This is an optimization exercise on Yosys and OpenROAD, whose aim is small area, a short achievable clock period and few clock cycles per item, not a production implementation.

==> 01-25: inputs <==
// plate_compose
module plate_compose (
    input  wire        clk,
    input  wire        rst,           
    input  wire        in_valid,
    output wire        in_ready,
    input  wire        in_first,      
    input  wire        in_last,       
    input  wire [1:0]  in_mode,       
    input  wire [15:0] in_opac,       
    input  wire        in_has_alpha,  
    input  wire [15:0] in_alpha,      
    input  wire [15:0] in_s0,         
    input  wire [15:0] in_s1,         
    input  wire [15:0] in_s2,         
    output wire        out_valid,
    input  wire        out_ready,
    output wire [15:0] out_c0,
    output wire [15:0] out_c1,
    output wire [15:0] out_c2
);
==> module plate_compose, before the edit <==
module plate_compose (
    input  wire        clk,
    input  wire        rst,           
    input  wire        in_valid,
    output wire        in_ready,
    input  wire        in_first,      
    input  wire        in_last,       
    input  wire [1:0]  in_mode,       
    input  wire [15:0] in_opac,       
    input  wire        in_has_alpha,  
    input  wire [15:0] in_alpha,      
    input  wire [15:0] in_s0,         
    input  wire [15:0] in_s1,         
    input  wire [15:0] in_s2,         
    output wire        out_valid,
    input  wire        out_ready,
    output wire [15:0] out_c0,
    output wire [15:0] out_c1,
    output wire [15:0] out_c2
);
    localparam [1:0] M_OVER = 2'd0, M_ADD = 2'd1, M_MAX = 2'd2, M_MUL = 2'd3;
    reg        rdy;                    
    reg        park;                   
    reg        o_v;                    
    reg [47:0] o;                      
    reg        r0_v, r0_first, r0_last, r0_ha;
    reg [1:0]  r0_mode;
    reg [15:0] r0_opac, r0_alpha;
    reg [47:0] r0_s;
    reg        s1_v, s1_first, s1_last;
    reg [1:0]  s1_mode;
    reg [15:0] s1_al;
    reg [47:0] s1_s;
    reg        s2_v, s2_last, s2_first;
    reg        s2_max, s2_mul;
    reg [15:0] s2_k;                   
    reg [47:0] s2_pre;
    reg [47:0] v;
    wire acc  = in_valid & rdy;
    wire hold = park;
    wire [15:0] al_m;
    plate_lmul u_al (.a(r0_alpha), .b(r0_opac), .r(al_m));
    wire [15:0] al_n = r0_first ? 16'hFFFF : (r0_ha ? al_m : r0_opac);
    wire        inv_s = (s1_mode == M_MUL) & ~s1_first;
    wire [47:0] s_x   = inv_s ? ~s1_s : s1_s;
    wire [47:0] pre_n;
    plate_lmul u_p0 (.a(s_x[15:0]),  .b(s1_al), .r(pre_n[15:0]));
    plate_lmul u_p1 (.a(s_x[31:16]), .b(s1_al), .r(pre_n[31:16]));
    plate_lmul u_p2 (.a(s_x[47:32]), .b(s1_al), .r(pre_n[47:32]));
    wire [47:0] res;
    genvar c;
    generate for (c = 0; c < 3; c = c + 1) begin : ch
        wire [15:0] u   = v[16*c +: 16];
        wire [15:0] pre = s2_pre[16*c +: 16];
        wire [15:0] k   = s2_mul ? ~pre : s2_k;
        wire [15:0] bn  = s2_mul ? 16'hFFFF : ~pre;
        wire [16:0] sum;
        plate_lmul_acc u_acc (.a(u), .b(k), .bn(bn), .r(sum));
        wire [15:0] bl  = sum[16] ? 16'hFFFF : sum[15:0];
        assign res[16*c +: 16] = s2_max ? ((u > pre) ? u : pre) : bl;
    end endgenerate
    wire fin    = s2_v & s2_last & ~hold;      
    wire o_free = ~o_v | out_ready;
    assign in_ready  = rdy;
    assign out_valid = o_v;
    assign out_c0 = o[15:0];
    assign out_c1 = o[31:16];
    assign out_c2 = o[47:32];
    always @(posedge clk) begin
        if (!hold) begin
            r0_first <= in_first;  r0_last <= in_last;  r0_mode <= in_mode;
            r0_ha <= in_has_alpha;  r0_opac <= in_opac;  r0_alpha <= in_alpha;
            r0_s <= {in_s2, in_s1, in_s0};
            s1_first <= r0_first;  s1_last <= r0_last;  s1_mode <= r0_mode;
            s1_al <= al_n;  s1_s <= r0_s;
            s2_first <= s1_first;  s2_last <= s1_last;
            s2_max  <= ~s1_first & (s1_mode == M_MAX);
            s2_mul  <= ~s1_first & (s1_mode == M_MUL);
            s2_k    <= s1_first ? 16'h0000 :
                       (s1_mode == M_OVER) ? ~s1_al : 16'hFFFF;
            s2_pre  <= pre_n;
            if (s2_v) v <= res;
        end
        if (hold ? out_ready : (fin & o_free))
            o <= hold ? v : res;
        if (rst) begin
            rdy <= 1'b1;  park <= 1'b0;  o_v <= 1'b0;
            r0_v <= 1'b0;  s1_v <= 1'b0;  s2_v <= 1'b0;
        end else begin
            if (!hold) begin
                r0_v <= acc;  s1_v <= r0_v;  s2_v <= s1_v;
            end
            if (hold) begin
                park <= ~out_ready;
                rdy  <= out_ready;
            end else begin
                park <= fin & ~o_free;
                rdy  <= ~(fin & ~o_free);
                if (fin) o_v <= 1'b1;
                else if (out_ready) o_v <= 1'b0;
            end
        end
    end
endmodule
make LEC_CHECK=0 CAP_MARGIN=20 CORE_MARGIN=2 CORE_UTILIZATION=40 PLACE_DENSITY=0.6 SLEW_MARGIN=20 SYNTH_HIERARCHICAL=1 SYNTH_MINIMUM_KEEP_SIZE=0 finish   # period 40.0 ns
run.sh (not shown) runs the stock make flow with config.mk's settings and CLKGATE_MAP_FILE= SYNTH_SCRIPT=/design/flow/synth_recipe.tcl, a recipe that flattens the netlist after the stock synthesis.
==> inputs of 04-14, as changes to 01-25 <==
--- a/flow/design.v
+++ b/flow/design.v
@@ -33,7 +33,7 @@
     reg [47:0] s1_s;
     reg        s2_v, s2_last, s2_first;
-    reg        s2_max, s2_mul;
-    reg [15:0] s2_k;                   
-    reg [47:0] s2_pre;
+    reg        s2_max;
+    reg [47:0] s2_k;                   
+    reg [47:0] s2_bn;                  
     reg [47:0] v;
     wire acc  = in_valid & rdy;
@@ -42,17 +42,20 @@
     plate_lmul u_al (.a(r0_alpha), .b(r0_opac), .r(al_m));
     wire [15:0] al_n = r0_first ? 16'hFFFF : (r0_ha ? al_m : r0_opac);
-    wire        inv_s = (s1_mode == M_MUL) & ~s1_first;
-    wire [47:0] s_x   = inv_s ? ~s1_s : s1_s;
     wire [47:0] pre_n;
-    plate_lmul u_p0 (.a(s_x[15:0]),  .b(s1_al), .r(pre_n[15:0]));
-    plate_lmul u_p1 (.a(s_x[31:16]), .b(s1_al), .r(pre_n[31:16]));
-    plate_lmul u_p2 (.a(s_x[47:32]), .b(s1_al), .r(pre_n[47:32]));
+    plate_lmul u_p0 (.a(s1_s[15:0]),  .b(s1_al), .r(pre_n[15:0]));
+    plate_lmul u_p1 (.a(s1_s[31:16]), .b(s1_al), .r(pre_n[31:16]));
+    plate_lmul u_p2 (.a(s1_s[47:32]), .b(s1_al), .r(pre_n[47:32]));
+    wire        s1_mul = (s1_mode == M_MUL) & ~s1_first;
+    wire [15:0] k_com  = s1_first ? 16'h0000 :
+                         (s1_mode == M_OVER) ? ~s1_al : 16'hFFFF;
+    wire [47:0] k_n    = s1_mul ? ~pre_n : {3{k_com}};
+    wire [47:0] bn_n   = s1_mul ? 48'hFFFF_FFFF_FFFF : ~pre_n;
     wire [47:0] res;
     genvar c;
     generate for (c = 0; c < 3; c = c + 1) begin : ch
         wire [15:0] u   = v[16*c +: 16];
-        wire [15:0] pre = s2_pre[16*c +: 16];
-        wire [15:0] k   = s2_mul ? ~pre : s2_k;
-        wire [15:0] bn  = s2_mul ? 16'hFFFF : ~pre;
+        wire [15:0] k   = s2_k[16*c +: 16];
+        wire [15:0] bn  = s2_bn[16*c +: 16];
+        wire [15:0] pre = ~bn;
         wire [16:0] sum;
         plate_lmul_acc u_acc (.a(u), .b(k), .bn(bn), .r(sum));
@@ -73,11 +76,10 @@
             r0_s <= {in_s2, in_s1, in_s0};
             s1_first <= r0_first;  s1_last <= r0_last;  s1_mode <= r0_mode;
-            s1_al <= al_n;  s1_s <= r0_s;
+            s1_al <= al_n;
+            s1_s  <= (r0_mode == M_MUL && !r0_first) ? ~r0_s : r0_s;
             s2_first <= s1_first;  s2_last <= s1_last;
             s2_max  <= ~s1_first & (s1_mode == M_MAX);
-            s2_mul  <= ~s1_first & (s1_mode == M_MUL);
-            s2_k    <= s1_first ? 16'h0000 :
-                       (s1_mode == M_OVER) ? ~s1_al : 16'hFFFF;
-            s2_pre  <= pre_n;
+            s2_k    <= k_n;
+            s2_bn   <= bn_n;
             if (s2_v) v <= res;
         end
==> summary of the runs <==
- Of 04-14 and 01-25, 04-14 has the higher sequential share of layout area (gap 1.2 points).
- Against 04-14, the via count of 01-25 is larger by 0.97%.
- Of 04-14 and 01-25, 04-14 has the higher fmax (gap 2.7%, measured against 01-25).
- Between 04-14 and 01-25, the lower global-route usage is in 04-14 (gap 0.41 points).
- Against 01-25, the worst setup slack of 04-14 is higher by 260 ps.
- Final cell count: 04-14 is smaller than 01-25 (about 0.7%).
- In 01-25 the register-to-register slack is lower than in 04-14, by 1400 ps.
- Of 01-25 and 04-14, 04-14 has the higher count of clock-buffer cells in the layout (gap 9).
- Between 01-25 and 04-14, the lower clock skew is in 01-25 (gap 18 ps).
- Of 01-25 and 04-14, 01-25 has the higher critical path depth (gap 24).
No functional check of the RTL was part of any run of this note.

==> what the ideal ports hide <==
The results above use ideal ports. As a check the final layouts listed here were re-extracted and re-timed, cells and wires unchanged.
Step 1, drivers: a clkbuf_16 drives clk and a buf_2 each remaining input, both assumed.
Step 2 times the ports against the registers' clock, not the clock port: input delays grow and output delays shrink by t, the midpoint of the rising clock arrivals with the driver on.
Three values: no drivers, after step 1, after step 2; two values: the first two.
| run | shift t [ns] | setup slack, ns | worst setup path at the end | pins driven straight from the clock port |
|---|---|---|---|---|
| 01-25 | 0.692 | 30.030 / 30.030 / 30.030 | register to register | 1 |
| 04-14 | 0.756 | 30.291 / 30.216 / 30.270 | input to register | 1 |
After both steps setup and hold are still met in every run listed. For 04-14, which loses most, drivers alone change the setup slack by -0.075 ns; drivers and shift together by -0.021 ns.
